Context: an optimization exercise on an open-source flow, tuned for small area, a short achievable clock period and few clock cycles. The choices shown serve that exercise and are no tape-out recipe. Only simulation tests tie the RTL to the original design; equivalence was not proved. No activity file was given, so power comes from the tool's default toggle rates.

==> flow/design.v (outline; a module is shown in full before it is edited, if it fits) <==
// module lc_decoder: 1949 lines
module lc_decoder (
    input  wire         clk,
    input  wire         rst,         
    input  wire         in_valid,
    output wire         in_ready,
    input  wire [39:0]  in_beat,     
    input  wire [36:0]  in_dda,      
    output reg          out_valid,
    output reg  [2:0]   out_status,
    output reg  [3:0]   out_dev,
    output wire [511:0] out_data
);
  // ...
==> flow/run.sh <==
#!/bin/bash
# synth_recipe.tcl (not shown) runs the flow's synth.tcl, then flattens the netlist and writes it again
# the make line also repeats each setting of config.mk as NAME=value (left out here)
make -C /OpenROAD-flow-scripts/flow DESIGN_CONFIG=/design/flow/config.mk WORK_HOME=/design/flow/orfs CLKGATE_MAP_FILE= SYNTH_SCRIPT=/design/flow/synth_recipe.tcl finish
==> flow/config.mk <==
export PLATFORM = sky130hd
export DESIGN_NAME = lc_decoder
export DESIGN_NICKNAME = lc_decoder
export VERILOG_FILES = /design/flow/design.v
export SDC_FILE = /design/flow/constraint.sdc
export NUM_CORES = 8
export LEC_CHECK = 0
export CAP_MARGIN = 20
export CORE_MARGIN = 2
export CORE_UTILIZATION = 55
export PLACE_DENSITY = 0.65
export SLEW_MARGIN = 20
==> flow/constraint.sdc <==
create_clock -name core_clock -period 10.0 [get_ports {clk}]
set_input_delay 2.0000 -clock core_clock [delete_from_list [all_inputs] [get_ports {clk}]]
set_output_delay 2.0000 -clock core_clock [all_outputs]
set_load 0.01 [all_outputs]
==> flow_summary.toml, run 1 <==
[outcome]
status = "no timing/DRC/antenna violations"

[pwr]
power.internal_mw = 22.57
combPwrFrac = 0.567
leakagePower_nw = 31.97
p_sw_mw = 17.49
pg_clk_mw = 6.29

[worst_setup_path]
cpPeakStageDelay_ns = 0.62
worstSetupStartpointType = "flop"
path_depth = 1

[clocking]
cts_setup_buffers = 0
clock_latency_ns = 0.85

[placed_design]
gp_congestion = 1.020

[synth]
syn_avg_cell_area_um2 = 10.20
synth_cells = 7966
yosysMostFrequentCell = "xnor2_1"
muxShareOfSynthArea = 0.01414
synth_area_leaders = "dfxtp_1, edfxtp_1, xnor2_1"

[finish]
final_cell_mix = "xnor2_1, xor2_1, nand2_1"
clkCellAreaFrac = 0.05999
multi_input_cells = 5692
multi_input_area_share = 0.4331
buffers = 726
utilization = 0.6351
reg_top3 = "ln x512, bk x384"

[worst_hold_path]
whs_path_depth = 0
hold_start = "y_r[31]"

[floorplan]
row_count = 141
taps = 1930

[global_routing]
grt_busiest_layer = "met2"
grt_max_degree = 286
grt_pass1_vias = 57166

[routing]
ant_nets = 0
viasPerCell = 5.639

[sta]
fin_tns_setup_ns = 0
Testbench counts, summed over its fixed seeds: cycles 40,896.
==> run 2, diff against run 1 <==
--- a/flow/config.mk
+++ b/flow/config.mk
@@ -11,2 +11,3 @@
 export PLACE_DENSITY = 0.65
+export SETUP_SLACK_MARGIN = 5
 export SLEW_MARGIN = 20
==> flow_summary.toml, run 2 <==
[sta]
slew_violations = 0
maxSlewHeadroom = 0.1721
min_period_over_period = 0.3944
fin_crit_ns = 3.944
whs_ns = 0.3311
max_freq_mhz = 253.5
fin_skew_ns = 0.07241
hold_viol = 0
worst_pin_slew_ns = 1.238
setup_violations = 0
rsz0062_at_grt = "false"
fin_tns_setup_ns = 0

[synth]
ys_types = 76
yosysMostFrequentCell = "xnor2_1"
synth_fp_nets = 8048
synth_warnings = 1
syn_avg_cell_area_um2 = 10.20
synth_common_cells = "xnor2_1, xor2_1, nand2_1"
synth_seq_cells = 1602
synth_cells = 7966
synth_area_um2 = 81250
synthArstFlopShare = 0
synth_enable_flop_cells = 576
synth_top_area_frac = 0.2528
seq_area_frac_synth = 0.4657
synth_area_leaders = "dfxtp_1, edfxtp_1, xnor2_1"
synth_flop_cell = "dfxtp_1"
synth_top_cell_by_area = "dfxtp_1"

[floorplan]
die_h_um = 388.4
core_um2 = 147100
die_area_um2 = 150800
dieWidth_um = 388.4
row_count = 141
initial_core_util = 0.5522
pin_count = 601

[clocking]
h-tree-depth = 4
numCtsBuffers = 165
postCtsHoldBufs = 0
clockBufferDepth = 3
root_buffer = "clkbuf_16"
cts_setup_buffers = 0
cts_tree = "yes"
cts_resized = 0
clock-sinks = 1602
clock_latency_ns = 0.85
clkTransAtPathRegs_ns = 0.06

[finish]
largest_reg_flops = 512
mostFrequentLayoutCell = "xnor2_1"
largest-register = "ln"
areaGrowthSynthToFinish_pct = 15.01
seq_area_um2 = 37900
nets = 8284
multi_input_area_um2 = 40470
reg_top3 = "ln x512, bk x384"
utilization = 0.6351
num-fill-cells = 11906
design_area_um2 = 93450
final_cell_mix = "xnor2_1, xor2_1, nand2_1"
drive_gt1_frac = 0.06628

[global_routing]
grt_util_met2 = 0.5924
grt_max_degree = 286
met3_usage = 0.08361
grt_use_met1 = 0.4853
grt_usage = 0.3785
grt_busiest_layer = "met2"
grt_pass1_vias = 57166
antenna_found_initial = 23
grt_overflow = 0
grt_first_pass_wirelength_um = 411800

[worst_setup_path]
worstPathArrival_ns = 1.94
worstPathCellList = "clkdlybuf4s50_1"
cpPeakStageDelay_ns = 0.62
critPathKind = "flop to output pin"
crit_family = "buffers and inverters"
reg2reg_slack_ns = 6.39
crit_buf_inv = 1
slowest_stage = "clkdlybuf4s50_1"
worstSetupStartpointType = "flop"
critPathCaptureType = "output pin"
cp_max_fo = 2
cp_data_required_time_ns = 8.00

[placed_design]
gp_congestion = 1.020
placed_cell_area_um2 = 87800
numPortBuffers = 599
dp_hpwl_um = 209400

[pwr]
finalPower_mw = 40.06
leakagePower_nw = 31.97
power_density_nw_per_um2 = 428.7
ir_drop_v = 0.0003837

[outcome]
status = "no timing/DRC/antenna violations"

[routing]
ant_nets = 0
drt_iter0_markers = 6334
viasPerCell = 5.639
vias = 57972
routedWlPerCell_um = 28.28
routed_wl_um = 290800
route.detailed.drc = 0
first_pass_iters = 6

[worst_hold_path]
hp-class = "flop to flop"

[flow_run]
maxCapViolCount = 0
## run 2: cell counts after synthesis
No cell type changed its count.
## run 2: where the power goes
part | internal (mW) | switching (mW)
logic | 10.4 | 12.3
clock network | 3.53 | 2.76
registers | 8.63 | 2.41
## run 2: final cells by class
class                   instances  share of cell area
multi-input cells            5692              0.4331
flip-flops and latches       1602              0.4056
diodes                          6           0.0001607
well taps                    1930             0.02584
inverters                      15           0.0006159
clock inverters                77            0.009962
repair buffers                726             0.07471
clock buffers                 232             0.05002
## run 2: path summary, 6_finish.rpt
kind,cells past startpoint,end,from
max reg2reg,9,out_status[0],ohd[7]
min reg2reg,0,e_r[27],y_r[31]
max,1,out_data[116],ln[420]
min,0,e_r[27],y_r[31]
## run 2: stage by stage
stage,instances,worst slack [ns]
detailed placement,9965,6.353
global placement,9965,6.141
floorplan,7966,6.427
CTS,10274,6.032
finish,10280,6.056
global route,10274,6.067
## run 2: cells by family (layout without fill, tap and decap cells)
kind of cell    count (synthesis)  after routing  share of synthesized area
flops                        1602           1602                     0.4657
xor+xnor                     3184           3184                     0.3473
fa+ha+maj                       2              2                  0.0003079
buf+inv                       672           1050                    0.03756
simple gates                 1613           1613                    0.08263
compound gates                787            787                    0.05239
other cells                     1              7                 0.00004615
mux                           105            105                    0.01414
## run 2: layer usage
| layer | routed length (µm) | vias to the layer above |
|---|---|---|
| met3 | 26950 | 792 |
| met5 | 14 | - |
| met2 | 130000 | 3039 |
| li1 | - | 25959 |
| met4 | 19320 | 2 |
| met1 | 114500 | 28180 |
==> run 3, diff against run 2 <==
--- a/flow/config.mk
+++ b/flow/config.mk
@@ -10,4 +10,5 @@
 export CORE_UTILIZATION = 55
+export CTS_CLUSTER_DIAMETER = 60
+export CTS_CLUSTER_SIZE = 30
 export PLACE_DENSITY = 0.65
-export SETUP_SLACK_MARGIN = 5
 export SLEW_MARGIN = 20
==> flow_summary.toml, run 3 <==
[clocking]
clkTransAtPathRegs_ns = 0.10
cts_setup_buffers = 0
root_buffer = "clkbuf_16"
postCtsHoldBufs = 0
clockBufferDepth = 3
cts_tree = "yes"
clock_latency_ns = 0.80
cts_resized = 0
numCtsBuffers = 112
h-tree-depth = 3
clock-sinks = 1602

[finish]
reg_top3 = "ln x512, bk x384"
seq_area_um2 = 37900
instances_no_fill = 10187
areaGrowthSynthToFinish_pct = 13.14
mostFrequentLayoutCell = "xnor2_1"
largest_reg_flops = 512
num-fill-cells = 12090
final_cell_mix = "xnor2_1, xor2_1, nand2_1"
utilization = 0.6248
drive_gt1_frac = 0.06136
multi_input_area_um2 = 40460
nets = 8231
design_area_um2 = 91930
largest-register = "ln"

[routing]
ant_nets = 0
viasPerCell = 5.631
routed_wl_um = 289300
routedWlPerCell_um = 28.39
vias = 57362
drt_iter0_markers = 5771
first_pass_iters = 6
route.detailed.drc = 0

[floorplan]
row_count = 141
die_area_um2 = 150800
die_h_um = 388.4
initial_core_util = 0.5522
pin_count = 601
core_um2 = 147100
dieWidth_um = 388.4

[global_routing]
grt_overflow = 0
grt_use_met1 = 0.4850
grt_max_degree = 286
grt_first_pass_wirelength_um = 408200
met3_usage = 0.07547
grt_pass1_vias = 56452
antenna_found_initial = 25
grt_busiest_layer = "met2"
grt_usage = 0.3749
grt_util_met2 = 0.5882

[pwr]
finalPower_mw = 38.83
p_sw_mw = 17.43
power.internal_mw = 21.40
clkPwrFrac = 0.132
power_density_nw_per_um2 = 422.4
switching_share = 0.4490
leakagePower_nw = 31.22
combPwrFrac = 0.584
p_seq_frac = 0.284
ir_drop_v = 0.0004058

[synth]
synth_top_cell_by_area = "dfxtp_1"
yosysMostFrequentCell = "xnor2_1"
synth_flop_cell = "dfxtp_1"
synth_common_cells = "xnor2_1, xor2_1, nand2_1"
synth_area_leaders = "dfxtp_1, edfxtp_1, xnor2_1"
seq_area_frac_synth = 0.4657
synth_cells = 7966
ys_types = 76
synth_seq_cells = 1602
synth_enable_flop_cells = 576
syn_avg_cell_area_um2 = 10.20
synth_fp_nets = 8048
synthArstFlopShare = 0
synth_area_um2 = 81250
synth_top_area_frac = 0.2528
synth_warnings = 1

[worst_setup_path]
critPathKind = "flop to output pin"
cp_max_fo = 2
cpPeakStageDelay_ns = 0.72
cp_data_required_time_ns = 8.00
worstPathArrival_ns = 1.88
crit_buf_inv = 1
worstPathCellList = "clkdlybuf4s50_1"
critPathCaptureType = "output pin"
slowest_stage = "clkdlybuf4s50_1"
crit_family = "buffers and inverters"
worstSetupStartpointType = "flop"

[sta]
hold_viol = 0
worst_slack_ns = 6.123
max_freq_mhz = 257.9
fin_tns_setup_ns = 0
worst_pin_slew_ns = 1.267
whs_ns = 0.3606
rsz0062_at_grt = "false"
min_period_over_period = 0.3877
fin_skew_ns = 0.08008
slew_violations = 0
setup_violations = 0
fin_crit_ns = 3.877
maxSlewHeadroom = 0.1496

[outcome]
status = "no timing/DRC/antenna violations"

[placed_design]
placed_cell_area_um2 = 87800
pre_cts_slack_ns = 6.353
numPortBuffers = 599
dp_hpwl_um = 209400
dp_cells = 9965
gp_congestion = 1.020

[flow_run]
maxCapViolCount = 0

[worst_hold_path]
hp-class = "flop to flop"
[run 3: cell counts after synthesis]
Identical to the previous run, type by type.
[run 3: kinds of logic (layout without fill, tap and decap cells)]
family,Yosys count,count (layout),share of synthesized area
multiplexers,105,105,0.01414
flip-flops,1602,1602,0.4657
adder cells (fa/ha/maj),2,2,0.0003079
AO/OA/AOI/OAI,787,787,0.05239
other,1,11,0.00004615
AND/OR/NAND/NOR,1613,1613,0.08263
buffers and inverters,672,953,0.03756
XOR/XNOR,3184,3184,0.3473
[run 3: area by class of cell]
cell class	instances	area share
Multi-Input combinational cell	5692	0.4401
Sequential cell	1602	0.4123
Timing Repair Buffer	726	0.07594
Clock buffer	120	0.03138
Tap cell	1930	0.02627
Clock inverter	92	0.01309
Inverter	15	0.0006261
Antenna cell	10	0.0002722
[run 3: worst paths after layout]
check	start	endpoint	slack, ns	cells after the start
setup / recovery	bk[66]	out_data[10]	6.12	1
hold / removal	y_r[31]	e_r[27]	0.36	0
setup reg to reg	ohd[7]	out_status[0]	6.32	9
hold reg to reg	y_r[31]	e_r[27]	0.36	0
[run 3: power by group through the flow]
stage / clock network (mW) / logic [mW] / registers (mW)
finish: 5.11 / 22.7 / 11.0
global route: 5.37 / 24.1 / 11.1
CTS: 5.15 / 22.5 / 11.0
detailed placement: 0 / 22.2 / 11.1
global placement: 0 / 22.1 / 11.1
floorplan: 0 / 17.7 / 9.34
[run 3: layer usage]
| layer | up-vias | wire length, µm | part of all wire |
|---|---|---|---|
| met5 | - | 0 | 0 |
| met4 | 0 | 17960 | 0.062 |
| met3 | 721 | 26170 | 0.090 |
| met2 | 2855 | 130200 | 0.45 |
| met1 | 27980 | 114900 | 0.40 |
| li1 | 25806 | - | - |

==> what the ideal ports hide <==
In the flow no input, the clock included, has a driving cell. The finished layouts below were timed again as built, in two steps.
Step 1 (the two cells are an assumption about what drives the block):
set clk [get_ports {clk}]
set_driving_cell -lib_cell sky130_fd_sc_hd__clkbuf_16 $clk
set_driving_cell -lib_cell sky130_fd_sc_hd__buf_2 [delete_from_list [all_inputs] $clk]
Step 2 moves the port delays by t, midway between the first and last clock arrival at a register: inputs arrive t later, outputs are due t later. That takes back most of the time a late clock gives input paths.
Slacks: ideal / step 1 / step 2; pairs: ideal / step 1.
run | t, ns | setup slack, ns | latest minus earliest clock arrival (ns) | pins driven straight from the clock port
run 1 | 0.906 | 6.056 / 5.967 / 6.390 | 0.075 / 0.075 | 1
run 2 | 0.906 | 6.056 / 5.967 / 6.390 | 0.075 / 0.075 | 1
run 3 | 0.852 | 6.123 / 6.034 / 6.324 | 0.086 / 0.086 | 1
After both steps every run listed still meets setup and hold.
